This is an optimization exercise on Yosys and OpenROAD, whose aim is small area, a short achievable clock period and few clock cycles, not a production implementation. Where RTL was checked, it was by simulation tests only, not by an equivalence proof against the original. No functional check of the RTL was part of runs 1 and 2. Power and IR drop assume default switching activity.

==> flow/design.v (outline; a module is shown in full before it is edited, if it fits) <==
// module cmd_rx_check: 253 lines
// module crc32c_step: 1003 lines
// module x2: 3 lines
// module nor2_g: 3 lines
// module nand4_g: 3 lines
module cmd_rx_check (
    input  wire         clk,
    input  wire         rst,           
    input  wire         in_valid,
    output wire         in_ready,
    input  wire [63:0]  in_data,
    input  wire         in_last,
    input  wire [3:0]   in_nbytes,     
    output reg          out_valid,
    output wire [2:0]   out_kind,
    output wire [7:0]   out_status,
    output wire [127:0] out_hdr
);
  // ...
==> flow/flow/run.sh <==
#!/bin/bash
set -euo pipefail
MARGIN=$(cat flow/margin.txt)
bash standard.sh synth > synth.log 2>&1
bash standard.sh SETUP_SLACK_MARGIN=$MARGIN \
    "BUFFER_PORTS_ARGS=-buffer_cell sky130_fd_sc_hd__buf_2" finish > layout.log 2>&1
==> flow/flow/margin.txt <==
7.5
==> flow/standard.sh <==
#!/bin/bash
# synth_recipe.tcl (not shown) runs the flow's synth.tcl, then flattens the netlist and writes it again
# the make line also repeats each setting of config.mk as NAME=value (left out here)
make -C /OpenROAD-flow-scripts/flow DESIGN_CONFIG=/design/flow/config.mk WORK_HOME=/design/flow/orfs CLKGATE_MAP_FILE= SYNTH_SCRIPT=/design/flow/synth_recipe.tcl "${@:-finish}"
==> flow/config.mk <==
export PLATFORM = sky130hd
export DESIGN_NAME = cmd_rx_check
export DESIGN_NICKNAME = cmd_rx_check
export VERILOG_FILES = /design/flow/design.v
export SDC_FILE = /design/flow/constraint.sdc
export NUM_CORES = 4
export LEC_CHECK = 0
export CAP_MARGIN = 20
export CORE_MARGIN = 2
export CORE_UTILIZATION = 40
export PLACE_DENSITY = 0.6
export SLEW_MARGIN = 20
export SYNTH_HIERARCHICAL = 1
export SYNTH_MINIMUM_KEEP_SIZE = 0
==> flow/constraint.sdc <==
create_clock -name core_clock -period 11.0 [get_ports {clk}]
set_input_delay 2.2000 -clock core_clock [delete_from_list [all_inputs] [get_ports {clk}]]
set_output_delay 2.2000 -clock core_clock [all_outputs]
set_load 0.01 [all_outputs]
==> impl_metrics.py, run 1 <==
metrics = {
    "outcome": {
        "status": "complete, no violations",
    },
    "synth": {
        "synth_seq_cells": 384,
        "muxShareOfSynthArea_pct": 3.253,
        "synth-adder-area-share_pct": 2.110,
        "netlist_area_um2": 18500,
    },
    "timing": {
        "grt_setup_unrepaired": "yes",
        "fin_setup_tns_ns": 0,
    },
    "cells_and_area": {
        "syn2layout_area_growth_pct": 16.98,
        "drive_gt1_share_pct": 18.39,
        "largestClassByArea": "sequential cells",
        "multi_input_gates": 1140,
        "antenna_cells": 0,
        "seq_cell_count": 384,
        "post-route-util_pct": 47.58,
        "reg_top3": "hdr x128, r2_d x64, r_d x64",
        "n_all_inverters": 46,
        "final_common_cell": "xor2_1",
    },
    "place": {
        "preCtsSetupSlack_ns": 7.070,
    },
    "pwr": {
        "power.share.clock_pct": 24.4,
        "fin_total_pwr_w": 0.006287,
        "p_switching_w": 0.002736,
    },
    "run": {
        "maxCapViolations": 0,
    },
    "clocking": {
        "cts-buffers-inserted": 41,
        "insertion_delay_ns": 0.56,
        "clockBufferDepth": 3,
    },
    "worst_setup_path": {
        "startpoint": "hdr[49]",
        "critPathKind": "reg -> out",
        "crit_family": "flip-flops",
    },
    "drt": {
        "vias": 12290,
        "wl_met2_um": 26100,
        "via_per_inst": 4.965,
        "wl_um": 56220,
    },
    "grt": {
        "grt_pass1_vias": 12060,
    },
    "floorplanning": {
        "ioPinCount": 213,
        "coreArea_um2": 45480,
    },
}
==> module cmd_rx_check, before the edit <==
module cmd_rx_check (
    input  wire         clk,
    input  wire         rst,           
    input  wire         in_valid,
    output wire         in_ready,
    input  wire [63:0]  in_data,
    input  wire         in_last,
    input  wire [3:0]   in_nbytes,     
    output reg          out_valid,
    output wire [2:0]   out_kind,
    output wire [7:0]   out_status,
    output wire [127:0] out_hdr
);
    localparam [2:0] K_ACCEPT     = 3'd0;
    localparam [2:0] K_RETRANSMIT = 3'd1;
    localparam [2:0] K_REPLY      = 3'd2;
    localparam [2:0] K_EVENT      = 3'd3;
    localparam [2:0] K_DISCARD    = 3'd4;
    localparam [2:0] K_DROP       = 3'd5;
    assign in_ready = 1'b1;
    function [31:0] residue(input [2:0] nm1);    
        case (nm1)
            3'd0:    residue = 32'h552E4907;
            3'd1:    residue = 32'h1C220F94;
            3'd2:    residue = 32'h441A975C;
            3'd3:    residue = 32'h73D74D75;
            3'd4:    residue = 32'h44C19592;
            3'd5:    residue = 32'hA8D58375;
            3'd6:    residue = 32'hBA8D89CA;
            default: residue = 32'hB798B438;
        endcase
    endfunction
    reg         r_v;
    reg         r_last;
    reg [2:0]   r_nm1;         
    reg [63:0]  r_d;
    integer k;
    reg [63:0] in_mask;
    always @(*) begin
        for (k = 0; k < 8; k = k + 1)
            in_mask[8*k +: 8] = (!in_last || k < in_nbytes) ? 8'hFF : 8'h00;
    end
    always @(posedge clk) begin
        if (rst)
            r_v <= 1'b0;
        else
            r_v <= in_valid;
    end
    always @(posedge clk) begin
        r_last <= in_last;
        r_nm1  <= in_nbytes[2:0] - 3'd1;
        r_d    <= in_data & in_mask;
    end
    reg [31:0]  crc;           
    reg [9:0]   bidx;          
    wire [31:0] crc_e;
    crc32c_step u_crc (.d(r_d), .s(crc), .k(r_last ? residue(r_nm1) : 32'd0),
                       .e(crc_e));
    wire [15:0] z1;
    wire [3:0]  z2;
    genvar gi;
    generate
        for (gi = 0; gi < 16; gi = gi + 1) begin : g_z1
            nor2_g u (.a(crc_e[2*gi]), .b(crc_e[2*gi+1]), .y(z1[gi]));
        end
        for (gi = 0; gi < 4; gi = gi + 1) begin : g_z2
            nand4_g u (.a(z1[4*gi]), .b(z1[4*gi+1]), .c(z1[4*gi+2]), .d(z1[4*gi+3]),
                       .y(z2[gi]));
        end
    endgenerate
    wire b0   = (bidx == 10'd0);
    wire b1   = (bidx == 10'd1);
    wire last = r_v && r_last;
    wire [9:0] bidx_d = !r_v ? bidx :
                        r_last ? 10'd0 :
                        (bidx[9] && bidx[1]) ? bidx : bidx + 10'd1;
    always @(posedge clk) begin
        if (rst) begin
            crc  <= 32'hFFFFFFFF;
        end else if (r_v) begin
            if (r_last)
                crc  <= 32'hFFFFFFFF;
            else
                crc  <= crc_e;
        end
    end
    always @(posedge clk) begin
        if (rst)
            bidx <= 10'd0;
        else
            bidx <= bidx_d;
    end
    wire short = (bidx < 10'd2) || (bidx == 10'd2 && r_nm1 < 3'd3);
    wire long  = bidx[9] && (bidx[1] || bidx[0] || r_nm1[2]);
    reg [63:0]  r2_d;
    reg         r2_lo;         
    reg         r2_hi;         
    reg         r2_b1;         
    reg [127:0] hdr;           
    always @(posedge clk) begin
        r2_d <= r_d;
        if (rst) begin
            r2_lo <= 1'b0;
            r2_hi <= 1'b0;
        end else begin
            r2_lo <= r_v && b0;
            r2_hi <= r_v && (b0 || b1);
        end
        r2_b1 <= b1;
    end
    wire [7:0]  h_version = hdr[7:0];
    wire [15:0] h_seq     = hdr[31:16];
    wire [15:0] h_length  = hdr[47:32];
    wire [7:0]  h_flags   = hdr[55:48];
    wire        h_posted  = h_flags[1];
    reg         have_expected;
    reg [15:0]  expected;
    reg [5:0]   count;         
    reg [31:0]  ptab;
    wire [9:0]  lh     = h_length[12:3];
    wire [2:0]  ll     = h_length[2:0];
    wire        lc     = (ll >= 3'd5);
    wire [9:0]  tgt;
    wire [9:0]  tgt_c;
    assign tgt_c[0] = 1'b0;
    assign tgt_c[1] = lh[0] && lc;
    assign tgt_c[2] = lh[1] || tgt_c[1];
    generate
        for (gi = 3; gi < 10; gi = gi + 1) begin : g_tgt
            assign tgt_c[gi] = tgt_c[2] && (&lh[gi - 1:2]);
        end
    endgenerate
    assign tgt = lh ^ tgt_c ^ {8'd0, 1'b1, lc};
    wire len_ok = (h_length <= 16'd4080) && (bidx == tgt) &&
                  (r_nm1 == ll + 3'd3);
    wire [9:0]  hh     = h_seq[15:6];
    wire [9:0]  eh     = expected[15:6];
    wire        borrow = (expected[5:0] < h_seq[5:0]);
    wire [9:0]  hh_c;          
    assign hh_c[0] = 1'b1;
    generate
        for (gi = 1; gi < 10; gi = gi + 1) begin : g_hhc
            assign hh_c[gi] = &hh[gi - 1:0];
        end
    endgenerate
    wire        hi_eq  = (eh == hh);
    wire        hi_eq1 = ((eh ^ hh) == hh_c);      
    reg         v_last;        
    reg         v_drop;        
    reg         v_lenok;       
    reg [3:0]   v_z2;          
    reg         q_badver;      
    reg         q_seqeq;       
    reg         q_bhz;         
    reg [5:0]   q_back;        
    always @(posedge clk) begin
        if (rst)
            v_last <= 1'b0;
        else
            v_last <= last;
        v_drop   <= short || long;
        v_lenok  <= len_ok;
        v_z2     <= z2;
        q_badver <= (h_version != 8'h02);
        q_seqeq  <= (h_seq == expected);
        q_bhz    <= borrow ? hi_eq1 : hi_eq;
        q_back   <= expected[5:0] - h_seq[5:0];
    end
    wire crc_ok     = (v_z2 == 4'd0);
    wire seq_exp    = !have_expected || q_seqeq;
    wire in_history = q_bhz && (q_back <= count);
    wire hist_post  = ptab[q_back[4:0]];
    reg [2:0] kind;
    reg       st1, st0, st3, reply;
    always @(*) begin
        st1 = 1'b0; st0 = 1'b0; st3 = 1'b0; reply = 1'b0;
        if (v_drop) begin
            kind = K_DROP;
        end else if (!(crc_ok && v_lenok)) begin
            kind = K_REPLY; st1 = 1'b1; reply = 1'b1;
        end else if (q_badver) begin
            kind = K_REPLY; st1 = 1'b1; st0 = 1'b1; reply = 1'b1;
        end else if (seq_exp) begin
            kind = K_ACCEPT;
        end else if (in_history) begin
            kind = hist_post ? K_DISCARD : K_RETRANSMIT;
        end else begin
            kind = h_posted ? K_EVENT : K_REPLY; st3 = 1'b1; reply = 1'b1;
        end
    end
    wire reply_now = v_last && reply;
    wire pexp_now  = v_last && st3;    
    reg [2:0] v_kind;
    reg       v_st1, v_st0, v_st3;    
    always @(posedge clk) begin
        if (rst)
            out_valid <= 1'b0;
        else
            out_valid <= v_last;
    end
    always @(posedge clk) begin
        v_kind <= kind;
        v_st1  <= st1;
        v_st0  <= st0;
        v_st3  <= st3;
    end
    wire [63:0] beat_hi = r2_b1 ? r2_d : 64'd0;
    always @(posedge clk) begin
        if (r2_lo || reply_now) begin
            hdr[7:0]   <= r2_lo ? r2_d[7:0] : 8'h02;
            hdr[47:32] <= r2_lo ? r2_d[47:32] : 16'd0;
            hdr[49]    <= r2_lo && r2_d[49];
            hdr[55:52] <= r2_lo ? r2_d[55:52] : 4'b0100;
            hdr[63:56] <= r2_lo ? r2_d[63:56] : {4'd0, st3, 1'b0, st1, st0};
        end
        if (r2_lo) begin
            hdr[31:8]  <= r2_d[31:8];
            hdr[48]    <= r2_d[48];
            hdr[51:50] <= r2_d[51:50];
        end
        if (r2_hi)
            hdr[95:64] <= beat_hi[31:0];
        if (r2_hi || pexp_now)
            hdr[127:96] <= r2_hi ? beat_hi[63:32] : {16'd0, expected};
    end
    wire accept = out_valid && (v_kind == K_ACCEPT);
    wire [15:0] seq_c;             
    assign seq_c[0] = 1'b1;
    generate
        for (gi = 1; gi < 16; gi = gi + 1) begin : g_seqc
            assign seq_c[gi] = &h_seq[gi - 1:0];
        end
    endgenerate
    always @(posedge clk) begin
        if (rst) begin
            have_expected <= 1'b0;
            expected      <= 16'd0;
            count         <= 6'd0;
        end else if (accept) begin
            have_expected <= 1'b1;
            expected      <= h_seq ^ seq_c;
            if (!count[5])
                count <= count + 6'd1;
        end
    end
    always @(posedge clk) begin
        if (accept)
            ptab <= {ptab[30:1], h_posted, ptab[31]};
    end
    assign out_kind   = v_kind;
    assign out_status = {4'd0, v_st3, 1'b0, v_st1, v_st0};
    assign out_hdr    = hdr;
endmodule
==> run 2: changes to the inputs <==
--- a/flow/design.v
+++ b/flow/design.v
@@ -205,24 +205,40 @@
         v_st3  <= st3;
     end
     wire [63:0] beat_hi = r2_b1 ? r2_d : 64'd0;
-    always @(posedge clk) begin
-        if (r2_lo || reply_now) begin
-            hdr[7:0]   <= r2_lo ? r2_d[7:0] : 8'h02;
-            hdr[47:32] <= r2_lo ? r2_d[47:32] : 16'd0;
-            hdr[49]    <= r2_lo && r2_d[49];
-            hdr[55:52] <= r2_lo ? r2_d[55:52] : 4'b0100;
-            hdr[63:56] <= r2_lo ? r2_d[63:56] : {4'd0, st3, 1'b0, st1, st0};
-        end
-        if (r2_lo) begin
-            hdr[31:8]  <= r2_d[31:8];
-            hdr[48]    <= r2_d[48];
-            hdr[51:50] <= r2_d[51:50];
-        end
-        if (r2_hi)
-            hdr[95:64] <= beat_hi[31:0];
-        if (r2_hi || pexp_now)
-            hdr[127:96] <= r2_hi ? beat_hi[63:32] : {16'd0, expected};
+    reg [127:0] hdr_n;
+    reg [127:0] hdr_en;
+    always @(*) begin
+        hdr_n[7:0]     = r2_lo ? r2_d[7:0] : 8'h02;
+        hdr_n[47:32]   = r2_lo ? r2_d[47:32] : 16'd0;
+        hdr_n[49]      = r2_lo && r2_d[49];
+        hdr_n[55:52]   = r2_lo ? r2_d[55:52] : 4'b0100;
+        hdr_n[63:56]   = r2_lo ? r2_d[63:56] : {4'd0, st3, 1'b0, st1, st0};
+        hdr_en[7:0]    = {8{r2_lo || reply_now}};
+        hdr_en[47:32]  = {16{r2_lo || reply_now}};
+        hdr_en[49]     = r2_lo || reply_now;
+        hdr_en[55:52]  = {4{r2_lo || reply_now}};
+        hdr_en[63:56]  = {8{r2_lo || reply_now}};
+        hdr_n[31:8]    = r2_d[31:8];
+        hdr_n[48]      = r2_d[48];
+        hdr_n[51:50]   = r2_d[51:50];
+        hdr_en[31:8]   = {24{r2_lo}};
+        hdr_en[48]     = r2_lo;
+        hdr_en[51:50]  = {2{r2_lo}};
+        hdr_n[95:64]   = beat_hi[31:0];
+        hdr_en[95:64]  = {32{r2_hi}};
+        hdr_n[127:96]  = r2_hi ? beat_hi[63:32] : {16'd0, expected};
+        hdr_en[127:96] = {32{r2_hi || pexp_now}};
     end
+    wire [127:0] hdr_d;
+    wire [127:0] hdr_hold = ~hdr_en;
+    generate
+        for (gi = 0; gi < 128; gi = gi + 1) begin : g_hdr
+            a22o_g u (.a1(hdr_en[gi]), .a2(hdr_n[gi]), .b1(hdr_hold[gi]), .b2(hdr[gi]),
+                      .x(hdr_d[gi]));
+        end
+    endgenerate
+    always @(posedge clk)
+        hdr <= hdr_d;
     wire accept = out_valid && (v_kind == K_ACCEPT);
     wire [15:0] seq_c;             
     assign seq_c[0] = 1'b1;
@@ -1263,3 +1279,6 @@
 module nand4_g (input wire a, input wire b, input wire c, input wire d, output wire y);
     assign y = !(a && b && c && d);
 endmodule
+module a22o_g (input wire a1, input wire a2, input wire b1, input wire b2, output wire x);
+    assign x = (a1 && a2) || (b1 && b2);
+endmodule
==> run 2 against run 1 <==
Synthesized cell count up 8.4%. Routed wire length up 9.4%. Final area down 0.54%. Still clean on timing, DRC and antenna. Largest cell class is now multi-input combinational cells. Critical path type is now reg -> reg. Hold slack improved by 0.0023 ns. Via count up 9.0%. Sequential power is essentially flat. Clock skew rose by 0.0089 ns. Core utilization is 0.26 points lower.
==> impl_metrics.py, run 2 <==
metrics = {
    "pwr": {
        "p_leak_nw": 9.485,
        "worst_ir_drop_vdd_v": 0.0001513,
        "p_per_area_nw_per_um2": 300.6,
        "fin_total_pwr_w": 0.006471,
    },
    "drt": {
        "wl_per_cell_um": 23.53,
        "via_per_inst": 5.125,
        "first_pass_iters": 7,
        "drc": 0,
        "drtIter0Drc": 1064,
        "final_antenna_net_count": 0,
        "vias": 13400,
        "wl_um": 61520,
    },
    "timing": {
        "worst_pin_slew_ns": 0.9847,
        "fin_setup_tns_ns": 0,
        "grt_setup_unrepaired": "no",
        "setup_viol_count_final": 0,
        "fin_crit_sh_pct": 31.73,
        "slew_viol_final": 0,
        "clock.fmax_mhz": 286.5,
        "clock_skew_ns": 0.02436,
        "setup_ws_ns": 7.510,
        "slew_headroom_pct": 34.13,
        "period_minus_slack_ns": 3.490,
        "hold_viol_final": 0,
    },
    "synth": {
        "synth_area_leader_cell": "dfxtp_1",
        "synth_seq_cells": 384,
        "yosysSeqAreaShare_pct": 43.43,
        "syn_avg_cell_area_um2": 10.27,
        "synth_top_area_share_pct": 38.22,
        "synthTopCellsByArea": "dfxtp_1, xor2_1, a22o_1, edfxtp_1, and2_1",
        "yosysMostFrequentCell": "xor2_1",
        "yosys_warnings": 7,
        "netlist_area_um2": 18440,
        "synth_cells": 1796,
        "synth_cell_types": 63,
        "synth_edf_count": 32,
        "async_flop_share_pct": 0,
        "netlist_top_cells_count": "xor2_1, dfxtp_1, a22o_1, and2_1",
        "synth_flop_cell": "dfxtp_1",
    },
    "worst_setup_path": {
        "cpPeakStageDelay_ns": 0.67,
        "cp_common_cell": "xor2_1",
        "startpoint_type": "flip-flop",
        "critPathMaxFanout": 4,
        "crit_family": "XOR/XNOR gates",
        "cp-end-kind": "flip-flop",
        "crit_required_ns": 11.50,
        "worstSetupPathDepth": 9,
        "path_buf_inv": 0,
        "cp_cell_sequence": "xor2_2, xor2_1, xor2_1, xor2_1, xor2_1, xor2_1, xor2_1, mux2i_1, nand2_1",
        "critPathArrivalTime_ns": 3.99,
        "critPathKind": "reg -> reg",
        "worst_path_max_delay_cell": "xor2_1",
        "reg2regPathDepth": 9,
    },
    "clocking": {
        "clk_pin_slew_worst_paths_ns": 0.06,
        "clockBufferDepth": 3,
        "insertion_delay_ns": 0.57,
        "holdBufCountCts": 0,
        "cts_sinks": 384,
        "h-tree-depth": 2,
        "cts-buffers-inserted": 43,
        "cts_root_buffer": "clkbuf_16",
        "postCtsSetupBuffers": 0,
        "cts_tree": "built",
    },
    "cells_and_area": {
        "final_cell_mix": "xor2_1, dfxtp_1, buf_2, a22o_1, and2_1",
        "syn2layout_area_growth_pct": 16.73,
        "drive_gt1_share_pct": 17.72,
        "antenna_cells": 0,
        "largest_reg_flops": 128,
        "fin_nets": 2085,
        "regMostFlops": "hdr",
        "reg_top3": "hdr x128, r2_d x64, r_d x64",
        "final_common_cell": "xor2_1",
    },
    "grt": {
        "antenna_found_initial": 1,
        "grt_overflow": 0,
        "grtUsageTotal_pct": 25.19,
        "grt_pass1_wl_um": 87390,
        "grt_pass1_vias": 13020,
        "grt_max_degree": 62,
    },
    "run": {
        "maxCapViolations": 0,
    },
    "min_path": {
        "min_path_type": "reg -> reg",
        "hold-path-cell-count": 0,
    },
    "floorplanning": {
        "die_h_um": 218.7,
        "row_count": 78,
        "ioPinCount": 213,
        "initial_core_util_pct": 40.54,
        "die_area_um2": 47830,
        "coreArea_um2": 45480,
        "fp.dieW_um": 218.7,
    },
    "place": {
        "io_buffers": 206,
        "gp_congestion": 1.021,
        "preCtsSetupSlack_ns": 7.135,
        "dp_hpwl_um": 47890,
    },
    "outcome": {
        "status": "complete, no violations",
    },
}
[run 2: changes by cell type after synthesis, moves of 4 or more]
cell | before | now
edfxtp_1 | 160 | 32
mux2i_1 | 32 | 41
a22o_1 | 0 | 135
clkbuf_1 | 42 | 35
dfxtp_1 | 224 | 352
o21ai_0 | 25 | 16
inv_1 | 45 | 40
a2111oi_0 | 0 | 5
mux4_2 | 10 | 2
buf_2 | 2 | 6
[run 2: path summary, 6_finish.rpt]
path	to	slack [ns]	from
max reg2reg	crc[3]	7.51	crc[1]
min reg2reg	r2_d[4]	0.37	r_d[4]
min	r2_d[4]	0.37	r_d[4]
max	crc[3]	7.51	crc[1]
[run 2: cell families after synthesis]
family / count (synthesis) / share of synthesized area, %
compound gates: 236 / 10.06
other cells: 2 / 0.04073
fa+ha+maj: 31 / 2.185
simple gates: 420 / 12.09
mux: 48 / 2.775
flops: 384 / 43.43
xor+xnor: 541 / 25.70
buf+inv: 134 / 3.725
[run 2: modules after synthesis, one instance, submodules excluded]
module | area [µm²] | flops+latches
x2 | 8.758 | 0
cmd_rx_check | 12770 | 384
nand4_g | 6.256 | 0
a22o_g | 8.758 | 0
crc32c_step | 240.2 | 0
nor2_g | 3.754 | 0
[run 2: worst register-to-register path, stage by stage (launching register included)]
cell and delay [ns]:
dfxtp_1 0.38, xor2_2 0.50, xor2_1 0.65, xor2_1 0.67
xor2_1 0.22, xor2_1 0.28, xor2_1 0.21, xor2_1 0.31
mux2i_1 0.12, nand2_1 0.09
[run 2: metal layers]
| metal | wire [µm] | up-vias | global-route usage [%] | part of all wire [%] |
|---|---|---|---|---|
| met1 | 28920 | 6535 | 35.24 | 47 |
| met2 | 27410 | 422 | 39.27 | 45 |
| li1 | - | 6366 | - | - |
| met3 | 3692 | 79 | 5.164 | 6.0 |
| met5 | 0 | - | 0 | 0 |
| met4 | 1496 | 0 | 6.959 | 2.4 |
[run 2: cell type report]
type | count | area, µm²
fillers | 4367 | 23950
multi-input cells | 1282 | 9921
flip-flops and latches | 384 | 8036
clock buffers | 62 | 1259
repair buffers | 228 | 1216
well taps | 600 | 750.7
clock inverters | 16 | 180.2
inverters | 43 | 161.4
[run 2: repair_timing]
action,CTS,global route
gates resized for setup,22,17
pin swaps,0,1
setup endpoints to repair,92,43
[run 2: stage by stage]
stage	instances	cell area [µm²]	utilization [%]	hold WS (ns)
global placement	2536	19900	43.76	0.3549
floorplan	1800	18450	-	0.3487
CTS	2614	21390	47.03	0.3673
finish	2615	21520	47.33	0.3663
global route	2615	21520	47.33	0.3761
detailed placement	2536	19900	43.76	0.3585
[run 2: power breakdown]
group / internal, W / switching (W)
logic: 0.00115 / 0.00219
clock network: 0.000869 / 0.000582
registers: 0.00153 / 0.000155
total: 0.00354 / 0.00293
==> run 3: changes to the inputs <==
--- a/flow/design.v
+++ b/flow/design.v
@@ -204,37 +204,41 @@
         v_st0  <= st0;
         v_st3  <= st3;
     end
-    wire [63:0] beat_hi = r2_b1 ? r2_d : 64'd0;
-    reg [127:0] hdr_n;
-    reg [127:0] hdr_en;
+    wire cap_lo   = r2_lo;
+    wire cap_hi   = r2_hi && r2_b1;
+    wire hold_cap = !r2_lo;                  
+    wire hold_lo  = !(r2_lo || reply_now);   
+    wire hold_adr = !r2_hi;                  
+    wire hold_par = !(r2_hi || pexp_now);    
+    reg [127:0] h_cap, h_hold, h_rep;
     always @(*) begin
-        hdr_n[7:0]     = r2_lo ? r2_d[7:0] : 8'h02;
-        hdr_n[47:32]   = r2_lo ? r2_d[47:32] : 16'd0;
-        hdr_n[49]      = r2_lo && r2_d[49];
-        hdr_n[55:52]   = r2_lo ? r2_d[55:52] : 4'b0100;
-        hdr_n[63:56]   = r2_lo ? r2_d[63:56] : {4'd0, st3, 1'b0, st1, st0};
-        hdr_en[7:0]    = {8{r2_lo || reply_now}};
-        hdr_en[47:32]  = {16{r2_lo || reply_now}};
-        hdr_en[49]     = r2_lo || reply_now;
-        hdr_en[55:52]  = {4{r2_lo || reply_now}};
-        hdr_en[63:56]  = {8{r2_lo || reply_now}};
-        hdr_n[31:8]    = r2_d[31:8];
-        hdr_n[48]      = r2_d[48];
-        hdr_n[51:50]   = r2_d[51:50];
-        hdr_en[31:8]   = {24{r2_lo}};
-        hdr_en[48]     = r2_lo;
-        hdr_en[51:50]  = {2{r2_lo}};
-        hdr_n[95:64]   = beat_hi[31:0];
-        hdr_en[95:64]  = {32{r2_hi}};
-        hdr_n[127:96]  = r2_hi ? beat_hi[63:32] : {16'd0, expected};
-        hdr_en[127:96] = {32{r2_hi || pexp_now}};
+        h_cap[63:0]    = {64{cap_lo}};
+        h_cap[127:64]  = {64{cap_hi}};
+        h_hold         = {128{hold_lo}};
+        h_hold[31:8]   = {24{hold_cap}};
+        h_hold[48]     = hold_cap;
+        h_hold[51:50]  = {2{hold_cap}};
+        h_hold[95:64]  = {32{hold_adr}};
+        h_hold[127:96] = {32{hold_par}};
+        h_rep          = 128'd0;
+        h_rep[1]       = reply_now;                
+        h_rep[54]      = reply_now;                
+        h_rep[56]      = reply_now && st0;         
+        h_rep[57]      = reply_now && st1;
+        h_rep[59]      = reply_now && st3;
+        h_rep[111:96]  = {16{pexp_now}} & expected;
     end
     wire [127:0] hdr_d;
-    wire [127:0] hdr_hold = ~hdr_en;
     generate
         for (gi = 0; gi < 128; gi = gi + 1) begin : g_hdr
-            a22o_g u (.a1(hdr_en[gi]), .a2(hdr_n[gi]), .b1(hdr_hold[gi]), .b2(hdr[gi]),
-                      .x(hdr_d[gi]));
+            if (gi == 1 || gi == 54 || gi == 56 || gi == 57 || gi == 59 ||
+                (gi >= 96 && gi < 112)) begin : g_rep
+                a221o_g u (.a1(h_cap[gi]), .a2(r2_d[gi % 64]), .b1(h_hold[gi]),
+                           .b2(hdr[gi]), .c1(h_rep[gi]), .x(hdr_d[gi]));
+            end else begin : g_norep
+                a22o_g u (.a1(h_cap[gi]), .a2(r2_d[gi % 64]), .b1(h_hold[gi]),
+                          .b2(hdr[gi]), .x(hdr_d[gi]));
+            end
         end
     endgenerate
     always @(posedge clk)
@@ -1279,6 +1283,10 @@
 module nand4_g (input wire a, input wire b, input wire c, input wire d, output wire y);
     assign y = !(a && b && c && d);
 endmodule
+module a221o_g (input wire a1, input wire a2, input wire b1, input wire b2, input wire c1,
+                output wire x);
+    assign x = (a1 && a2) || (b1 && b2) || c1;
+endmodule
 module a22o_g (input wire a1, input wire a2, input wire b1, input wire b2, output wire x);
     assign x = (a1 && a2) || (b1 && b2);
 endmodule
--- a/flow/config.mk
+++ b/flow/config.mk
@@ -8,6 +8,8 @@
 export CAP_MARGIN = 20
 export CORE_MARGIN = 2
 export CORE_UTILIZATION = 40
+export CTS_CLUSTER_DIAMETER = 150
+export CTS_CLUSTER_SIZE = 30
 export PLACE_DENSITY = 0.6
 export SLEW_MARGIN = 20
 export SYNTH_HIERARCHICAL = 1
==> run 3 against run 2 <==
Cell count down 6.0%. Hold slack better by 0.0065 ns. Die area down 2.9%. Clock skew up 0.0014 ns. Core utilization down 2.1 points. Synthesized cell count down 5.5%. Total power down 11%. Sequential share of layout area up 2.8 points.
==> impl_metrics.py, run 3 <==
metrics = {
    "worst_setup_path": {
        "critPathArrivalTime_ns": 1.24,
        "cp_cell_sequence": "buf_2",
        "critPathKind": "reg -> out",
        "critPathMaxFanout": 6,
        "cp-end-kind": "output pin",
        "startpoint_type": "flip-flop",
        "path_buf_inv": 1,
        "crit_family": "flip-flops",
        "worst_path_max_delay_cell": "dfxtp_1",
        "crit_required_ns": 8.80,
        "cpPeakStageDelay_ns": 0.51,
    },
    "clocking": {
        "holdBufCountCts": 0,
        "cts-buffers-inserted": 16,
        "insertion_delay_ns": 0.55,
        "h-tree-depth": 1,
        "cts_tree": "built",
        "cts_root_buffer": "clkbuf_16",
        "clockBufferDepth": 3,
        "cts_sinks": 384,
        "clk_pin_slew_worst_paths_ns": 0.11,
    },
    "synth": {
        "synth_cell_types": 67,
        "synth-compound-area-share_pct": 9.871,
        "synthSimpleGateAreaFrac_pct": 10.49,
        "synthTopCellsByArea": "dfxtp_1, xor2_1, edfxtp_1, a22o_1, mux2i_1",
        "async_flop_share_pct": 0,
        "yosysMostFrequentCell": "xor2_1",
        "synth_flop_cell": "dfxtp_1",
        "netlist_area_um2": 17900,
        "synth_cells": 1698,
        "synth-xor-area-share_pct": 26.33,
        "synth_top_area_share_pct": 39.37,
        "synth_top_family_by_area": "XOR/XNOR gates",
        "netlist_top_cells_count": "xor2_1, dfxtp_1, a22o_1, nor2_1, nand2_1",
        "synth-adder-area-share_pct": 2.181,
        "muxShareOfSynthArea_pct": 2.782,
        "synth_edf_count": 32,
        "synth_seq_cells": 384,
        "synth_area_leader_cell": "dfxtp_1",
        "yosys_warnings": 7,
        "yosysSeqAreaShare_pct": 44.74,
        "syn_avg_cell_area_um2": 10.54,
    },
    "floorplanning": {
        "coreArea_um2": 44220,
        "fp.dieW_um": 215.5,
        "initial_core_util_pct": 40.47,
        "die_h_um": 215.5,
        "ioPinCount": 213,
        "row_count": 77,
        "die_area_um2": 46450,
    },
    "timing": {
        "fin_setup_tns_ns": 0,
        "holdWs_ns": 0.3728,
        "hold_viol_final": 0,
        "slew_headroom_pct": 28.49,
        "slew_viol_final": 0,
        "worst_pin_slew_ns": 1.073,
        "fin_crit_sh_pct": 31.26,
        "grt_setup_unrepaired": "yes",
        "clock.fmax_mhz": 290.8,
        "clock_skew_ns": 0.02581,
        "setup_viol_count_final": 0,
        "setup_ws_ns": 7.562,
        "period_minus_slack_ns": 3.438,
    },
    "cells_and_area": {
        "fin_nets": 1966,
        "syn2layout_area_growth_pct": 11.67,
        "final_area_um2": 19990,
        "largest_reg_flops": 128,
        "drive_gt1_share_pct": 15.80,
        "final_common_cell": "xor2_1",
        "nFillCells": 4246,
        "regMostFlops": "hdr",
        "antenna_cells": 0,
        "reg_top3": "hdr x128, r2_d x64, r_d x64",
        "final_cell_mix": "xor2_1, dfxtp_1, buf_2, a22o_1, nor2_1",
    },
    "drt": {
        "drc": 0,
        "via_per_inst": 5.200,
        "vias": 12790,
        "first_pass_iters": 5,
        "wl_um": 59120,
        "final_antenna_net_count": 0,
        "drtIter0Drc": 1088,
        "wl_per_cell_um": 24.04,
    },
    "pwr": {
        "p_int_w": 0.003018,
        "seq_power_share_pct": 29.8,
        "p_per_area_nw_per_um2": 288.2,
        "power.share.clock_pct": 12.6,
        "combPwrFrac_pct": 57.6,
        "p_leak_nw": 8.628,
        "p_switching_w": 0.002742,
        "p_sw_share_pct": 47.60,
        "worst_ir_drop_vdd_v": 0.0001587,
    },
    "place": {
        "preCtsSetupSlack_ns": 7.121,
        "io_buffers": 206,
        "gp_congestion": 1.026,
        "dp_hpwl_um": 45560,
        "place_area_um2": 19350,
    },
    "grt": {
        "grtUsageTotal_pct": 24.84,
        "grt_pass1_wl_um": 84930,
        "grt_overflow": 0,
        "grt_max_degree": 65,
        "antenna_found_initial": 2,
        "grt_pass1_vias": 12580,
    },
    "outcome": {
        "status": "complete, no violations",
    },
    "min_path": {
        "min_path_type": "reg -> reg",
    },
    "run": {
        "maxCapViolations": 0,
    },
}
[run 3: cell types whose count changed after synthesis, moves of 5 or more]
cell	previous run	this run
and2_1	101	52
clkbuf_1	35	25
a22o_1	135	107
a21oi_1	30	25
nand2b_1	8	3
inv_1	40	35
nand2_1	81	67
and3_1	26	5
nor3_1	14	19
a221o_1	0	21
[run 3: cell families after synthesis]
logic type,after synthesis
AO/OA/AOI/OAI,221
XOR/XNOR,538
adder cells (fa/ha/maj),30
buffers and inverters,119
flip-flops,384
multiplexers,47
other,2
AND/OR/NAND/NOR,357
[run 3: worst reg2reg max path, stage by stage, from the launching register on]
cell and delay [ns]:
dfxtp_1 0.37, xor2_1 0.58, xor2_1 0.56, xor2_1 0.39, xor2_1 0.46, xor2_1 0.22, xor2_1 0.20, xor2_1 0.34
mux2i_1 0.13, nand2_1 0.09
[run 3: power groups by stage]
stage,sequential [W],clock [W],combinational [W]
after detailed placement,0.00174,0,0.00325
after floorplan,0.00168,0,0.00308
final,0.00172,0.000728,0.00332
after CTS,0.00171,0.000745,0.00327
after global placement,0.00174,0,0.00329
after global routing,0.00174,0.000794,0.00354
[run 3: what timing repair did]
action                                  4_1_cts  5_1_grt
endpoints found under the setup margin       47       73
gates cloned                                  1        0
resized for setup                            18       16
pin swaps                                     0        1
setup buffers                                 0        2
endpoints found under the hold margin         0        0
[run 3: area by class of cell]
cell class | count | area (µm²) | area share, %
Tap cell | 592 | 740.7 | 3.706
Timing Repair Buffer | 226 | 1194 | 5.972
Clock buffer | 20 | 436.7 | 2.185
Inverter | 36 | 135.1 | 0.6761
Clock inverter | 1 | 8.758 | 0.04382
Multi-Input combinational cell | 1200 | 9440 | 47.23
Sequential cell | 384 | 8031 | 40.18
[run 3: path summary, 6_finish.rpt]
check                              endpoint  depth (start not counted)  slack [ns]  startpoint
worst max-delay path            out_hdr[32]                          1        7.56     hdr[32]
worst min-delay path                r2_d[5]                          0        0.37      r_d[5]
worst max register to register      crc[15]                          9        7.59     crc[23]
worst min register to register      r2_d[5]                          0        0.37      r_d[5]
[run 3: metal layers]
layer | vias up | global-route usage, % | routed length (µm)
met2 | 443 | 39.84 | 26970
met3 | 68 | 4.059 | 3676
met4 | 0 | 6.805 | 1760
li1 | 6004 | - | -
met5 | - | 0 | 0
met1 | 6271 | 34.61 | 26710
[run 3: Yosys stat by module, one instance, submodules excluded]
| module | cell area [µm²] | flip-flops and latches | cells inside | copies in the design |
|---|---|---|---|---|
| cmd_rx_check | 12200 | 384 | 1036 | 1 |
| a221o_g | 10.01 | 0 | 1 | 21 |
| crc32c_step | 240.2 | 0 | 32 | 1 |
| x2 | 8.758 | 0 | 1 | 482 |
| nor2_g | 3.754 | 0 | 1 | 16 |
| a22o_g | 8.758 | 0 | 1 | 107 |
| nand4_g | 6.256 | 0 | 1 | 4 |
[run 3: stage by stage]
step	utilization, %	total power (W)	instances
after floorplan	-	0.004769	1702
after global placement	43.76	0.005029	2435
after detailed placement	43.76	0.004990	2435
after CTS	44.91	0.005727	2457
after global routing	45.20	0.006069	2459
final	45.20	0.005760	2459
Testbench counts of run 3, summed over its fixed seeds: cycles 87,214.
==> run 4: changes to the inputs <==
--- a/flow/config.mk
+++ b/flow/config.mk
@@ -8,8 +8,8 @@
 export CAP_MARGIN = 20
 export CORE_MARGIN = 2
 export CORE_UTILIZATION = 40
-export CTS_CLUSTER_DIAMETER = 150
-export CTS_CLUSTER_SIZE = 30
+export CTS_CLUSTER_DIAMETER = 120
+export CTS_CLUSTER_SIZE = 25
 export PLACE_DENSITY = 0.6
 export SLEW_MARGIN = 20
 export SYNTH_HIERARCHICAL = 1
==> run 4 against run 3 <==
First-iteration DRC count down 6.5%. Area after synthesis stayed put. Worst setup slack worse by 0.062 ns. Critical path depth up 8. Routed wire length shrank 0.43%. Cell count about the same. Combinational power is essentially flat. Die area stayed put. Largest cell class unchanged. Via count decreased by 0.23%.
==> impl_metrics.py, run 4 <==
metrics = {
    "worst_setup_path": {
        "reg2regPathDepth": 9,
        "reg2reg_slack_ns": 7.50,
        "r2r-end": "crc[15]",
        "critPathMaxFanout": 5,
        "critPathKind": "reg -> reg",
        "crit_required_ns": 11.48,
        "startpoint_type": "flip-flop",
        "timing.rr.start": "r_d[23]",
        "cp-end-kind": "flip-flop",
        "critPathArrivalTime_ns": 3.98,
    },
    "cells_and_area": {
        "final_common_cell": "xor2_1",
        "fin_nets": 1967,
        "reg_top3": "hdr x128, r2_d x64, r_d x64",
        "antenna_cells": 0,
        "final_area_um2": 20030,
        "fin_cells": 2460,
        "largest_reg_flops": 128,
        "final_cell_mix": "xor2_1, dfxtp_1, buf_2, a22o_1, nor2_1",
        "regMostFlops": "hdr",
        "drive_gt1_share_pct": 15.85,
        "syn2layout_area_growth_pct": 11.90,
    },
    "synth": {
        "synth_top_area_share_pct": 39.37,
        "synthSimpleGateAreaFrac_pct": 10.49,
        "async_flop_share_pct": 0,
        "synth_flop_cell": "dfxtp_1",
        "synth_cells": 1698,
        "yosysMostFrequentCell": "xor2_1",
        "synth-xor-area-share_pct": 26.33,
        "netlist_top_cells_count": "xor2_1, dfxtp_1, a22o_1, nor2_1, nand2_1",
        "synthTopCellsByArea": "dfxtp_1, xor2_1, edfxtp_1, a22o_1, mux2i_1",
        "synth_area_leader_cell": "dfxtp_1",
        "muxShareOfSynthArea_pct": 2.782,
        "synth_seq_cells": 384,
        "synth_edf_count": 32,
        "yosysSeqAreaShare_pct": 44.74,
        "synth-compound-area-share_pct": 9.871,
        "synth_cell_types": 67,
        "synth-adder-area-share_pct": 2.181,
        "yosys_warnings": 7,
        "synth_top_family_by_area": "XOR/XNOR gates",
        "syn_avg_cell_area_um2": 10.54,
        "netlist_area_um2": 17900,
    },
    "clocking": {
        "postCtsSetupBuffers": 0,
        "insertion_delay_ns": 0.56,
        "clockBufferDepth": 3,
        "clk_pin_slew_worst_paths_ns": 0.10,
        "cts_root_buffer": "clkbuf_16",
        "cts_tree": "built",
        "cts_sinks": 384,
        "h-tree-depth": 1,
        "cts-buffers-inserted": 19,
    },
    "timing": {
        "slew_viol_final": 0,
        "grt_setup_unrepaired": "yes",
        "worst_pin_slew_ns": 1.048,
        "slew_headroom_pct": 30.13,
        "period_minus_slack_ns": 3.500,
        "clock_skew_ns": 0.02218,
        "setup_viol_count_final": 0,
        "fin_crit_sh_pct": 31.82,
        "hold_viol_final": 0,
        "fin_setup_tns_ns": 0,
        "clock.fmax_mhz": 285.7,
    },
    "drt": {
        "wl_per_cell_um": 23.93,
        "wl_met3_um": 3467,
        "first_pass_iters": 6,
        "via_per_inst": 5.186,
        "vias": 12760,
        "drc": 0,
        "routed.top_layer": "met4",
        "wl_um": 58860,
        "final_antenna_net_count": 0,
        "drt-met1-wl_um": 26800,
        "wl_met2_um": 26480,
        "drtIter0Drc": 1017,
    },
    "grt": {
        "grt_pass1_wl_um": 84470,
        "grt_pass1_vias": 12570,
        "grtUsageTotal_pct": 24.69,
        "antenna_found_initial": 1,
        "grt_max_degree": 65,
        "grt_overflow": 0,
    },
    "pwr": {
        "p_leak_nw": 8.652,
        "p_per_area_nw_per_um2": 290.0,
        "worst_ir_drop_vdd_v": 0.0001615,
    },
    "floorplanning": {
        "row_count": 77,
        "die_h_um": 215.5,
        "fp.dieW_um": 215.5,
        "die_area_um2": 46450,
        "initial_core_util_pct": 40.47,
        "ioPinCount": 213,
        "coreArea_um2": 44220,
    },
    "run": {
        "maxCapViolations": 0,
    },
    "place": {
        "io_buffers": 206,
        "dp_hpwl_um": 45560,
        "place_area_um2": 19350,
        "gp_congestion": 1.026,
        "placedCellCount": 2435,
    },
    "min_path": {
        "min_path_type": "reg -> reg",
        "hold-path-cell-count": 0,
        "hp-start": "r_d[16]",
        "min_to": "r2_d[16]",
    },
    "outcome": {
        "status": "complete, no violations",
    },
}
[run 4: cells by family (layout without fill, tap and decap cells)]
family | after synthesis | count (layout)
xor+xnor | 538 | 538
flops | 384 | 384
simple gates | 357 | 357
compound gates | 221 | 221
buf+inv | 119 | 285
mux | 47 | 47
fa+ha+maj | 30 | 30
other cells | 2 | 6
[run 4: critical path: stages (launching register included)]
cell	delay, ns
dfxtp_1	0.37
xor2_1	0.62
xor2_1	0.57
xor2_1	0.41
xor2_1	0.49
xor2_1	0.22
xor2_1	0.20
xor2_1	0.33
mux2i_1	0.13
nand2_1	0.09
[run 4: modules after synthesis (local to each module, per instance)]
module | cell area, µm² | flops+latches
crc32c_step | 240.2 | 0
a22o_g | 8.758 | 0
x2 | 8.758 | 0
nor2_g | 3.754 | 0
nand4_g | 6.256 | 0
a221o_g | 10.01 | 0
cmd_rx_check | 12200 | 384
[run 4: stage by stage]
| step | setup WS (ns) | utilization, % | hold slack [ns] | power [W] |
|---|---|---|---|---|
| final | 7.500 | 45.29 | 0.3708 | 0.005809 |
| after floorplan | 7.803 | - | 0.3487 | 0.004769 |
| after global placement | 7.087 | 43.76 | 0.3556 | 0.005029 |
| after CTS | 7.487 | 45.02 | 0.3739 | 0.005776 |
| after global routing | 7.470 | 45.29 | 0.3751 | 0.006119 |
| after detailed placement | 7.121 | 43.76 | 0.3574 | 0.004990 |
[run 4: worst max-delay path by stage]
| stage | to | start |
|---|---|---|
| after global placement | v_z2[3] | r_d[13] |
| after floorplan | r_d[0] | in_nbytes[0] |
| after CTS | hdr[96] | q_back[2] |
| final | crc[15] | r_d[23] |
| after global routing | crc[16] | r_d[32] |
| after detailed placement | r_d[11] | in_nbytes[3] |
[run 4: area by class of cell]
type | count | area [µm²]
clock inverters | 2 | 20.02
flip-flops and latches | 384 | 8031
fillers | 4245 | 24190
multi-input cells | 1199 | 9429
clock buffers | 22 | 486.7
inverters | 36 | 135.1
repair buffers | 225 | 1186
well taps | 592 | 740.7
[run 4: per-layer routing]
layer  up-vias  GRT usage (%)
li1       6002              -
met1      6212          34.12
met2       457          39.31
met3        86          4.172
met4         0          7.862
met5         -              0
[run 4: timing repair]
action	4_1_cts	5_1_grt
gates resized for setup	17	16
endpoints found under the setup margin	30	59
hold buffers	0	0
pin swaps	0	1
[run 4: where the power goes]
group          internal, W  switching (W)  leakage (nW)
combinational      0.00119        0.00212          5.20
sequential         0.00154       0.000173          3.21
clock             0.000320       0.000461         0.248
==> run 5: changes to the inputs <==
==> flow/flow/margin.txt (replaced) <==
7.6
==> run 5 against run 4 <==
Still clean. Clock skew is 0.00063 ns higher. Largest cell class unchanged. Clock-buffer cell count unchanged. Sequential power about the same.
==> impl_metrics.py, run 5 <==
metrics = {
    "pwr": {
        "p_per_area_nw_per_um2": 289.1,
        "combPwrFrac_pct": 57.2,
        "p_sw_share_pct": 47.47,
        "seq_power_share_pct": 29.5,
        "p_switching_w": 0.002766,
        "power.share.clock_pct": 13.3,
        "worst_ir_drop_vdd_v": 0.0001616,
        "p_int_w": 0.003061,
        "p_leak_nw": 8.684,
        "fin_total_pwr_w": 0.005826,
    },
    "outcome": {
        "status": "complete, no violations",
    },
    "clocking": {
        "holdBufCountCts": 0,
        "cts_tree": "built",
        "insertion_delay_ns": 0.55,
        "clk_pin_slew_worst_paths_ns": 0.10,
        "cts_root_buffer": "clkbuf_16",
        "clockBufferDepth": 3,
        "h-tree-depth": 1,
        "cts_sinks": 384,
        "cts-buffers-inserted": 19,
    },
    "worst_setup_path": {
        "critPathArrivalTime_ns": 3.82,
        "path_buf_inv": 1,
        "startpoint_type": "flip-flop",
        "cp_cell_sequence": "xor2_1, buf_4, xor2_1, xor2_1, xor2_1, xor2_1, xor2_1, xor2_1, nor2_1, nand4_1",
        "cp_common_cell": "xor2_1",
        "cp-end-kind": "flip-flop",
        "worst_path_max_delay_cell": "xor2_1",
        "critPathKind": "reg -> reg",
        "critPathMaxFanout": 5,
        "crit_required_ns": 11.43,
        "crit_family": "XOR/XNOR gates",
        "cpPeakStageDelay_ns": 0.55,
    },
    "drt": {
        "via_per_inst": 5.196,
        "drtIter0Drc": 1113,
        "wl_per_cell_um": 24.02,
        "vias": 12800,
        "drc": 0,
        "first_pass_iters": 5,
        "final_antenna_net_count": 0,
        "wl_um": 59160,
    },
    "synth": {
        "yosys_warnings": 7,
        "syn_avg_cell_area_um2": 10.54,
        "async_flop_share_pct": 0,
        "yosysMostFrequentCell": "xor2_1",
        "synth_flop_cell": "dfxtp_1",
        "synth_seq_cells": 384,
        "netlist_top_cells_count": "xor2_1, dfxtp_1, a22o_1, nor2_1, nand2_1",
        "synthTopCellsByArea": "dfxtp_1, xor2_1, edfxtp_1, a22o_1, mux2i_1",
        "yosysSeqAreaShare_pct": 44.74,
        "synth_edf_count": 32,
        "synth_cell_types": 67,
        "synth_cells": 1698,
        "netlist_area_um2": 17900,
        "synth_top_area_share_pct": 39.37,
        "synth_area_leader_cell": "dfxtp_1",
    },
    "timing": {
        "holdWs_ns": 0.3707,
        "period_minus_slack_ns": 3.397,
        "setup_viol_count_final": 0,
        "grt_setup_unrepaired": "yes",
        "worst_pin_slew_ns": 1.071,
        "hold_viol_final": 0,
        "fin_setup_tns_ns": 0,
        "slew_viol_final": 0,
        "fin_crit_sh_pct": 30.88,
        "clock.fmax_mhz": 294.4,
        "slew_headroom_pct": 28.58,
        "clock_skew_ns": 0.02281,
    },
    "floorplanning": {
        "die_h_um": 215.5,
        "row_count": 77,
        "fp.dieW_um": 215.5,
        "ioPinCount": 213,
        "coreArea_um2": 44220,
        "initial_core_util_pct": 40.47,
        "die_area_um2": 46450,
    },
    "grt": {
        "grtUsageTotal_pct": 24.89,
        "grt_max_degree": 65,
        "grt_pass1_vias": 12610,
        "antenna_found_initial": 2,
        "grt_pass1_wl_um": 85130,
        "grt_overflow": 0,
    },
    "cells_and_area": {
        "fin_nets": 1970,
        "final_common_cell": "xor2_1",
        "regMostFlops": "hdr",
        "final_area_um2": 20150,
        "final_cell_mix": "xor2_1, dfxtp_1, buf_2, a22o_1, nor2_1",
        "antenna_cells": 0,
        "post-route-util_pct": 45.57,
        "largest_reg_flops": 128,
        "drive_gt1_share_pct": 17.16,
        "reg_top3": "hdr x128, r2_d x64, r_d x64",
        "syn2layout_area_growth_pct": 12.59,
    },
    "place": {
        "place_area_um2": 19350,
        "io_buffers": 206,
        "dp_hpwl_um": 45560,
        "gp_congestion": 1.026,
    },
    "run": {
        "maxCapViolations": 0,
    },
    "min_path": {
        "min_path_type": "reg -> reg",
    },
}
-- run 5: changes by cell type in the layout (fill, tap and decap cells not counted), sizes merged --
cell,delta
buf,+2
nor2,+1
-- run 5: path summary, 6_finish.rpt --
kind,start,to,slack [ns],cells after the start
setup / recovery,r_d[15],v_z2[0],7.60,10
hold / removal,r_d[16],r2_d[16],0.37,0
setup reg to reg,r_d[15],v_z2[0],7.60,10
hold reg to reg,r_d[16],r2_d[16],0.37,0
-- run 5: power groups by stage --
| stage | registers [W] | clock network, W | logic [W] |
|---|---|---|---|
| 6_report | 0.00172 | 0.000778 | 0.00333 |
| 5_1_grt | 0.00174 | 0.000844 | 0.00356 |
| 4_1_cts | 0.00171 | 0.000796 | 0.00328 |
| 3_5_place_dp | 0.00174 | 0 | 0.00325 |
| 3_3_place_gp | 0.00174 | 0 | 0.00329 |
| 2_1_floorplan | 0.00168 | 0 | 0.00308 |
-- run 5: per-stage QoR --
step	std cells	setup slack [ns]
3_3_place_gp	2435	7.087
6_report	2463	7.603
5_1_grt	2463	7.549
2_1_floorplan	1702	7.803
3_5_place_dp	2435	7.121
4_1_cts	2463	7.600
-- run 5: per-module statistics from Yosys (local to each module, per instance) --
module | area (µm²) | cells inside
nor2_g | 3.754 | 1
a221o_g | 10.01 | 1
cmd_rx_check | 12200 | 1036
a22o_g | 8.758 | 1
nand4_g | 6.256 | 1
x2 | 8.758 | 1
crc32c_step | 240.2 | 32
-- run 5: final cells by class --
type | count | area, µm²
clock buffers | 22 | 486.7
multi-input cells | 1200 | 9508
inverters | 36 | 135.1
clock inverters | 2 | 20.02
well taps | 592 | 740.7
repair buffers | 227 | 1201
flip-flops and latches | 384 | 8060
fillers | 4224 | 24070
-- run 5: routing by layer --
metal  wire, µm  track usage, %  up-vias
li1           -               -     6005
met1      26890           34.53     6278
met2      26590           39.51      426
met3       3503           3.975       88
met4       2180           8.299        0
met5          0               0        -
-- run 5: what timing repair did --
| item | CTS | global route |
|---|---|---|
| cloned | 1 | 0 |
| buffers inserted | 3 | 0 |
| resized for setup | 37 | 24 |
| setup endpoints to repair | 67 | 60 |
| pin swaps | 1 | 0 |
-- run 5: cells by family (layout without fill, tap and decap cells) --
group	count (synthesis)	count (layout)	synth area share, %
buffers and inverters	119	287	3.565
adder cells (fa/ha/maj)	30	30	2.181
XOR/XNOR	538	538	26.33
AO/OA/AOI/OAI	221	221	9.871
flip-flops	384	384	44.74
AND/OR/NAND/NOR	357	358	10.49
other	2	6	0.04196
multiplexers	47	47	2.782
==> run 6: changes to the inputs <==
==> flow/flow/margin.txt (replaced) <==
7.5
--- a/flow/config.mk
+++ b/flow/config.mk
@@ -8,8 +8,8 @@
 export CAP_MARGIN = 20
 export CORE_MARGIN = 2
 export CORE_UTILIZATION = 40
-export CTS_CLUSTER_DIAMETER = 120
-export CTS_CLUSTER_SIZE = 25
+export CTS_CLUSTER_DIAMETER = 100
+export CTS_CLUSTER_SIZE = 20
 export PLACE_DENSITY = 0.6
 export SLEW_MARGIN = 20
 export SYNTH_HIERARCHICAL = 1
==> run 6 against run 5 <==
Still clean on timing, DRC and antenna. Sequential share of layout area fell by 0.073 points. Total power is 0.88% higher. Global-route usage is 0.18 points lower. Clock power increased by 8.7%. Hold slack worse by 0.0059 ns. First-iteration DRC count shrank 1.4%. Worst setup slack got worse by 0.033 ns. Critical path depth decreased by 9.
==> impl_metrics.py, run 6 <==
metrics = {
    "outcome": {
        "status": "complete, no violations",
    },
    "clocking": {
        "h-tree-depth": 1,
        "cts_tree": "built",
        "clockBufferDepth": 3,
        "clk_pin_slew_worst_paths_ns": 0.09,
        "holdBufCountCts": 0,
        "cts_root_buffer": "clkbuf_16",
        "insertion_delay_ns": 0.56,
        "cts-buffers-inserted": 23,
        "cts_sinks": 384,
    },
    "cells_and_area": {
        "syn2layout_area_growth_pct": 12.39,
        "antenna_cells": 0,
        "final_cell_mix": "xor2_1, dfxtp_1, buf_2, a22o_1, nor2_1",
        "post-route-util_pct": 45.49,
        "drive_gt1_share_pct": 15.96,
        "largest_reg_flops": 128,
        "final_area_um2": 20120,
        "final_common_cell": "xor2_1",
        "regMostFlops": "hdr",
        "fin_nets": 1971,
        "reg_top3": "hdr x128, r2_d x64, r_d x64",
    },
    "timing": {
        "slew_viol_final": 0,
        "fin_crit_sh_pct": 31.19,
        "holdWs_ns": 0.3648,
        "slew_headroom_pct": 29.23,
        "period_minus_slack_ns": 3.430,
        "worst_pin_slew_ns": 1.061,
        "setup_viol_count_final": 0,
        "clock.fmax_mhz": 291.5,
        "fin_setup_tns_ns": 0,
        "clock_skew_ns": 0.02767,
        "grt_setup_unrepaired": "yes",
        "hold_viol_final": 0,
    },
    "worst_setup_path": {
        "timing.rr.start": "r_d[23]",
        "reg2regPathDepth": 9,
        "path_buf_inv": 1,
        "critPathMaxFanout": 7,
        "crit_family": "flip-flops",
        "critPathArrivalTime_ns": 1.23,
        "cpPeakStageDelay_ns": 0.49,
        "r2r-end": "crc[15]",
        "worst_path_max_delay_cell": "dfxtp_1",
        "startpoint_type": "flip-flop",
        "cp_cell_sequence": "buf_2",
        "reg2reg_slack_ns": 7.57,
        "critPathKind": "reg -> out",
        "crit_required_ns": 8.80,
        "cp-end-kind": "output pin",
    },
    "min_path": {
        "hp-start": "r_d[16]",
        "hold-path-cell-count": 0,
        "min_to": "r2_d[16]",
        "min_path_type": "reg -> reg",
    },
    "floorplanning": {
        "fp.dieW_um": 215.5,
        "row_count": 77,
        "initial_core_util_pct": 40.47,
        "die_h_um": 215.5,
        "coreArea_um2": 44220,
        "die_area_um2": 46450,
        "ioPinCount": 213,
    },
    "synth": {
        "synth_seq_cells": 384,
        "synth_area_leader_cell": "dfxtp_1",
        "synth_edf_count": 32,
        "synth_cells": 1698,
        "yosysMostFrequentCell": "xor2_1",
        "yosysSeqAreaShare_pct": 44.74,
        "netlist_top_cells_count": "xor2_1, dfxtp_1, a22o_1, nor2_1, nand2_1",
        "synth_flop_cell": "dfxtp_1",
        "netlist_area_um2": 17900,
        "yosys_warnings": 7,
        "synth_cell_types": 67,
        "synth_top_area_share_pct": 39.37,
        "synthTopCellsByArea": "dfxtp_1, xor2_1, edfxtp_1, a22o_1, mux2i_1",
        "syn_avg_cell_area_um2": 10.54,
        "async_flop_share_pct": 0,
    },
    "pwr": {
        "p_leak_nw": 8.700,
        "p_per_area_nw_per_um2": 292.2,
        "worst_ir_drop_vdd_v": 0.0001575,
        "fin_total_pwr_w": 0.005878,
    },
    "grt": {
        "grt_overflow": 0,
        "antenna_found_initial": 1,
        "grt_pass1_vias": 12630,
        "grt_pass1_wl_um": 84660,
        "grt_max_degree": 65,
        "grtUsageTotal_pct": 24.71,
    },
    "drt": {
        "via_per_inst": 5.191,
        "wl_um": 58720,
        "wl_per_cell_um": 23.82,
        "drc": 0,
        "final_antenna_net_count": 0,
        "vias": 12800,
        "first_pass_iters": 5,
        "drtIter0Drc": 1097,
    },
    "place": {
        "place_area_um2": 19350,
        "dp_hpwl_um": 45560,
        "io_buffers": 206,
        "gp_congestion": 1.026,
    },
    "run": {
        "maxCapViolations": 0,
    },
}
run 6: cell types whose count changed in the layout (fill, tap and decap cells not counted), sizes merged:
cell	change
clkbuf	+4
buf	-2
clkinv	+1
nor2	-1
run 6: how the worst max path moves through the flow:
stage,startpoint,to,slack (ns),cells past startpoint
final,hdr[40],out_hdr[40],7.57,1
after global routing,r_d[32],crc[16],7.47,9
after CTS,q_back[2],hdr[125],7.49,7
after detailed placement,in_nbytes[3],r_d[11],7.12,4
after global placement,r_d[13],v_z2[3],7.09,9
after floorplan,in_nbytes[0],r_d[0],7.80,5
run 6: cell families after synthesis:
family | synth area share (%)
xor+xnor | 26.33
flops | 44.74
simple gates | 10.49
compound gates | 9.871
buf+inv | 3.565
mux | 2.782
fa+ha+maj | 2.181
other cells | 0.04196
run 6: metal layers:
metal | vias to the layer above | share of wire, % | wire, µm | global-route usage, %
li1 | 6031 | - | - | -
met1 | 6239 | 45 | 26670 | 34.21
met2 | 446 | 45 | 26480 | 39.32
met3 | 80 | 6.1 | 3561 | 4.397
met4 | 0 | 3.4 | 2002 | 7.448
met5 | - | 0 | 0 | 0
run 6: final cells by class:
class	count	area, µm²
Clock inverter	3	22.52
Sequential cell	384	8031
Timing Repair Buffer	225	1186
Multi-Input combinational cell	1199	9414
Tap cell	592	740.7
Clock buffer	26	586.8
Inverter	36	135.1
Fill cell	4235	24100
run 6: metrics by stage:
| stage | instances | worst slack, ns |
|---|---|---|
| 2_1_floorplan | 1702 | 7.803 |
| 3_3_place_gp | 2435 | 7.087 |
| 3_5_place_dp | 2435 | 7.121 |
| 4_1_cts | 2464 | 7.488 |
| 5_1_grt | 2465 | 7.467 |
| 6_report | 2465 | 7.570 |
run 6: Yosys stat by module, one instance, submodules excluded:
module	flip-flops and latches	cells	cell area [µm²]
nor2_g	0	1	3.754
cmd_rx_check	384	1036	12200
a22o_g	0	1	8.758
a221o_g	0	1	10.01
nand4_g	0	1	6.256
crc32c_step	0	32	240.2
x2	0	1	8.758
run 6: repair_timing:
action	in CTS	in global routing
pin swaps	0	1
gates resized for setup	14	17
endpoints found under the hold margin	0	0
setup endpoints to repair	30	57
setup buffers	0	0
run 6: power breakdown:
group	total [W]	switching (W)	internal [W]	leakage, nW
clock	0.000846	0.000465	0.000381	0.300
combinational	0.00332	0.00213	0.00119	5.19
sequential	0.00171	0.000171	0.00154	3.21
total	0.00588	0.00277	0.00311	8.70
==> run 7: changes to the inputs <==
==> flow/flow/margin.txt (replaced) <==
7.6
--- a/flow/config.mk
+++ b/flow/config.mk
@@ -8,8 +8,8 @@
 export CAP_MARGIN = 20
 export CORE_MARGIN = 2
 export CORE_UTILIZATION = 40
-export CTS_CLUSTER_DIAMETER = 100
-export CTS_CLUSTER_SIZE = 20
+export CTS_CLUSTER_DIAMETER = 140
+export CTS_CLUSTER_SIZE = 28
 export PLACE_DENSITY = 0.6
 export SLEW_MARGIN = 20
 export SYNTH_HIERARCHICAL = 1
==> run 7 against run 6 <==
Still clean on timing, DRC and antenna. Die area stayed put. Core utilization about the same. Area after synthesis did not move. Routed wire length rose by 0.85%. Combinational power hardly changed. Register-to-register slack improved by 0.06 ns. Fmax up 1.5%. Critical endpoint is now out_hdr[35]. Largest cell class unchanged.
==> impl_metrics.py, run 7 <==
metrics = {
    "floorplanning": {
        "coreArea_um2": 44220,
        "die_h_um": 215.5,
        "die_area_um2": 46450,
        "row_count": 77,
        "initial_core_util_pct": 40.47,
        "ioPinCount": 213,
        "fp.dieW_um": 215.5,
    },
    "clocking": {
        "cts-buffers-inserted": 17,
        "clk_pin_slew_worst_paths_ns": 0.12,
        "clockBufferDepth": 3,
        "insertion_delay_ns": 0.56,
        "h-tree-depth": 1,
        "cts_sinks": 384,
        "cts_tree": "built",
        "cts_root_buffer": "clkbuf_16",
    },
    "drt": {
        "via_per_inst": 5.224,
        "vias": 12860,
        "wl_per_cell_um": 24.06,
        "final_antenna_net_count": 0,
        "drtIter0Drc": 1011,
        "first_pass_iters": 5,
        "drc": 0,
        "wl_um": 59210,
    },
    "grt": {
        "grt_use_met2_pct": 39.65,
        "grt_most_used_layer": "met2",
        "gr-usage-met1_pct": 34.61,
        "grtUsageTotal_pct": 24.87,
        "grt_pass1_vias": 12610,
        "grt_pass1_wl_um": 84970,
        "grt_max_degree": 65,
        "grt_overflow": 0,
        "grtUsageMet3_pct": 4.087,
        "antenna_found_initial": 1,
    },
    "timing": {
        "grt_setup_unrepaired": "yes",
        "fin_crit_sh_pct": 30.73,
        "slew_headroom_pct": 29.74,
        "period_minus_slack_ns": 3.381,
        "fin_setup_tns_ns": 0,
        "hold_viol_final": 0,
        "worst_pin_slew_ns": 1.054,
        "clock_skew_ns": 0.03368,
        "clock.fmax_mhz": 295.8,
        "setup_ws_ns": 7.619,
        "slew_viol_final": 0,
        "setup_viol_count_final": 0,
        "holdWs_ns": 0.3631,
    },
    "synth": {
        "synth_seq_cells": 384,
        "synth_edf_count": 32,
        "syn_avg_cell_area_um2": 10.54,
        "async_flop_share_pct": 0,
        "yosysMostFrequentCell": "xor2_1",
        "synth_cell_types": 67,
        "synth_flop_cell": "dfxtp_1",
        "yosysSeqAreaShare_pct": 44.74,
        "synthTopCellsByArea": "dfxtp_1, xor2_1, edfxtp_1, a22o_1, mux2i_1",
        "yosys_warnings": 7,
        "netlist_area_um2": 17900,
        "synth_area_leader_cell": "dfxtp_1",
        "synth_top_area_share_pct": 39.37,
        "synth_cells": 1698,
        "netlist_top_cells_count": "xor2_1, dfxtp_1, a22o_1, nor2_1, nand2_1",
    },
    "place": {
        "placedCellCount": 2435,
        "place_area_um2": 19350,
        "preCtsSetupSlack_ns": 7.121,
        "gp_congestion": 1.026,
        "io_buffers": 206,
        "dp_hpwl_um": 45560,
    },
    "min_path": {
        "hold-path-cell-count": 0,
        "min_path_type": "reg -> reg",
    },
    "worst_setup_path": {
        "critPathArrivalTime_ns": 1.18,
        "cp-end-kind": "output pin",
        "crit_family": "flip-flops",
        "worst_path_max_delay_cell": "dfxtp_1",
        "reg2regPathDepth": 9,
        "cp_cell_sequence": "buf_2",
        "crit_required_ns": 8.80,
        "startpoint_type": "flip-flop",
        "critPathKind": "reg -> out",
        "worstSetupPathDepth": 1,
        "path_buf_inv": 1,
        "critPathMaxFanout": 4,
        "cpPeakStageDelay_ns": 0.46,
    },
    "cells_and_area": {
        "multiInputGateArea_um2": 9498,
        "reg_top3": "hdr x128, r2_d x64, r_d x64",
        "register_area_um2": 8070,
        "final_cell_mix": "xor2_1, dfxtp_1, buf_2, a22o_1, nor2_1",
        "syn2layout_area_growth_pct": 12.32,
        "antenna_cells": 0,
        "nFillCells": 4231,
        "fin_nets": 1969,
        "fin_cells": 2461,
        "final_area_um2": 20100,
        "drive_gt1_share_pct": 17.07,
        "regMostFlops": "hdr",
        "final_common_cell": "xor2_1",
        "largest_reg_flops": 128,
    },
    "run": {
        "maxCapViolations": 0,
    },
    "pwr": {
        "p_per_area_nw_per_um2": 287.5,
        "p_leak_nw": 8.662,
        "worst_ir_drop_vdd_v": 0.0001570,
    },
    "outcome": {
        "status": "complete, no violations",
    },
}
## run 7: cell count changes in the layout (fill, tap and decap cells not counted), moves of 3 or more
| cell | before | now |
|---|---|---|
| dfxtp_2 | 16 | 20 |
| buf_4 | 18 | 21 |
| xor2_2 | 13 | 22 |
| xor2_1 | 493 | 484 |
| dfxtp_1 | 335 | 322 |
| dfxtp_4 | 1 | 10 |
| clkbuf_16 | 23 | 17 |
## run 7: worst paths after layout
kind	from	endpoint	slack (ns)
worst max-delay path	hdr[35]	out_hdr[35]	7.62
worst min-delay path	r_d[16]	r2_d[16]	0.36
worst max register to register	r_d[4]	crc[4]	7.63
worst min register to register	r_d[16]	r2_d[16]	0.36
## run 7: cell type report
| cell class | instances | area share, % |
|---|---|---|
| sequential | 384 | 40.14 |
| multi-input combinational | 1200 | 47.25 |
| clock buffer | 19 | 2.153 |
| inverter | 36 | 0.6722 |
| tap | 592 | 3.685 |
| clock inverter | 2 | 0.08714 |
| timing repair buffer | 228 | 6.012 |
## run 7: Yosys stat by module, one instance, submodules excluded
module | cells inside | times used | area, µm² | flip-flops and latches
a221o_g | 1 | 21 | 10.01 | 0
a22o_g | 1 | 107 | 8.758 | 0
cmd_rx_check | 1036 | 1 | 12200 | 384
crc32c_step | 32 | 1 | 240.2 | 0
nand4_g | 1 | 4 | 6.256 | 0
nor2_g | 1 | 16 | 3.754 | 0
x2 | 1 | 482 | 8.758 | 0
## run 7: kinds of logic after synthesis
group	after synthesis	share of synthesized area, %
multiplexers	47	2.782
other	2	0.04196
flip-flops	384	44.74
AND/OR/NAND/NOR	357	10.49
XOR/XNOR	538	26.33
AO/OA/AOI/OAI	221	9.871
adder cells (fa/ha/maj)	30	2.181
buffers and inverters	119	3.565
## run 7: timing repair
action / in CTS / in global routing
cloned: 1 / 0
setup endpoints to repair: 65 / 77
hold buffers: 0 / 0
resized for setup: 34 / 30
pin swaps: 2 / 0
endpoints found under the hold margin: 0 / 0
setup buffers: 3 / 1
## run 7: routing by layer
layer	part of all wire (%)	up-vias
li1	-	6004
met1	46	6354
met2	45	423
met3	5.6	75
met4	3.2	0
met5	0	-
## run 7: through the flow
step                total power, W  utilization [%]
floorplan                 0.004769                -
global placement          0.005029            43.76
global route              0.006087            45.46
detailed placement        0.004990            43.76
finish                    0.005780            45.46
CTS                       0.005739            45.10
## run 7: where the power goes
group          internal, W  total [W]  switching (W)  leakage (nW)
Combinational      0.00119    0.00333        0.00214          5.23
Sequential         0.00155    0.00172       0.000169          3.21
Clock             0.000287   0.000734       0.000446         0.221
Total              0.00303    0.00578        0.00275          8.66

-- port drivers added, routing unchanged --
The flow's constraints put no driver on any port. The routed layouts listed below were extracted and timed again, unchanged, in two steps.
Step 1 (the two cells are an assumption about what drives the block):
set clk [get_ports {clk}]
set_driving_cell -lib_cell sky130_fd_sc_hd__clkbuf_16 $clk
set_driving_cell -lib_cell sky130_fd_sc_hd__buf_2 [delete_from_list [all_inputs] $clk]
Step 2, shift: input delay + t, output delay - t, t = (earliest + latest rising clock arrival at the registers) / 2. This alone moves slack from input paths to output paths.
Three values: ideal ports, drivers, drivers and shift; two values: the first two.
| run | t, ns | setup WS [ns] | worst data-port slew with drivers (ns) |
|---|---|---|---|
| run 1 | 0.615 | 7.534 / 7.474 / 7.176 | 0.06 |
| run 2 | 0.615 | 7.510 / 7.483 / 7.119 | 0.05 |
| run 3 | 0.595 | 7.562 / 7.506 / 7.244 | 0.06 |
| run 4 | 0.601 | 7.500 / 7.496 / 7.242 | 0.05 |
| run 5 | 0.597 | 7.603 / 7.573 / 7.244 | 0.05 |
| run 6 | 0.603 | 7.570 / 7.515 / 7.223 | 0.06 |
| run 7 | 0.597 | 7.619 / 7.564 / 7.239 | 0.05 |
After both steps every run listed still meets setup and hold. The setup slack of run 2, which loses most, moves by -0.027 ns with the drivers and by -0.391 ns with both steps.
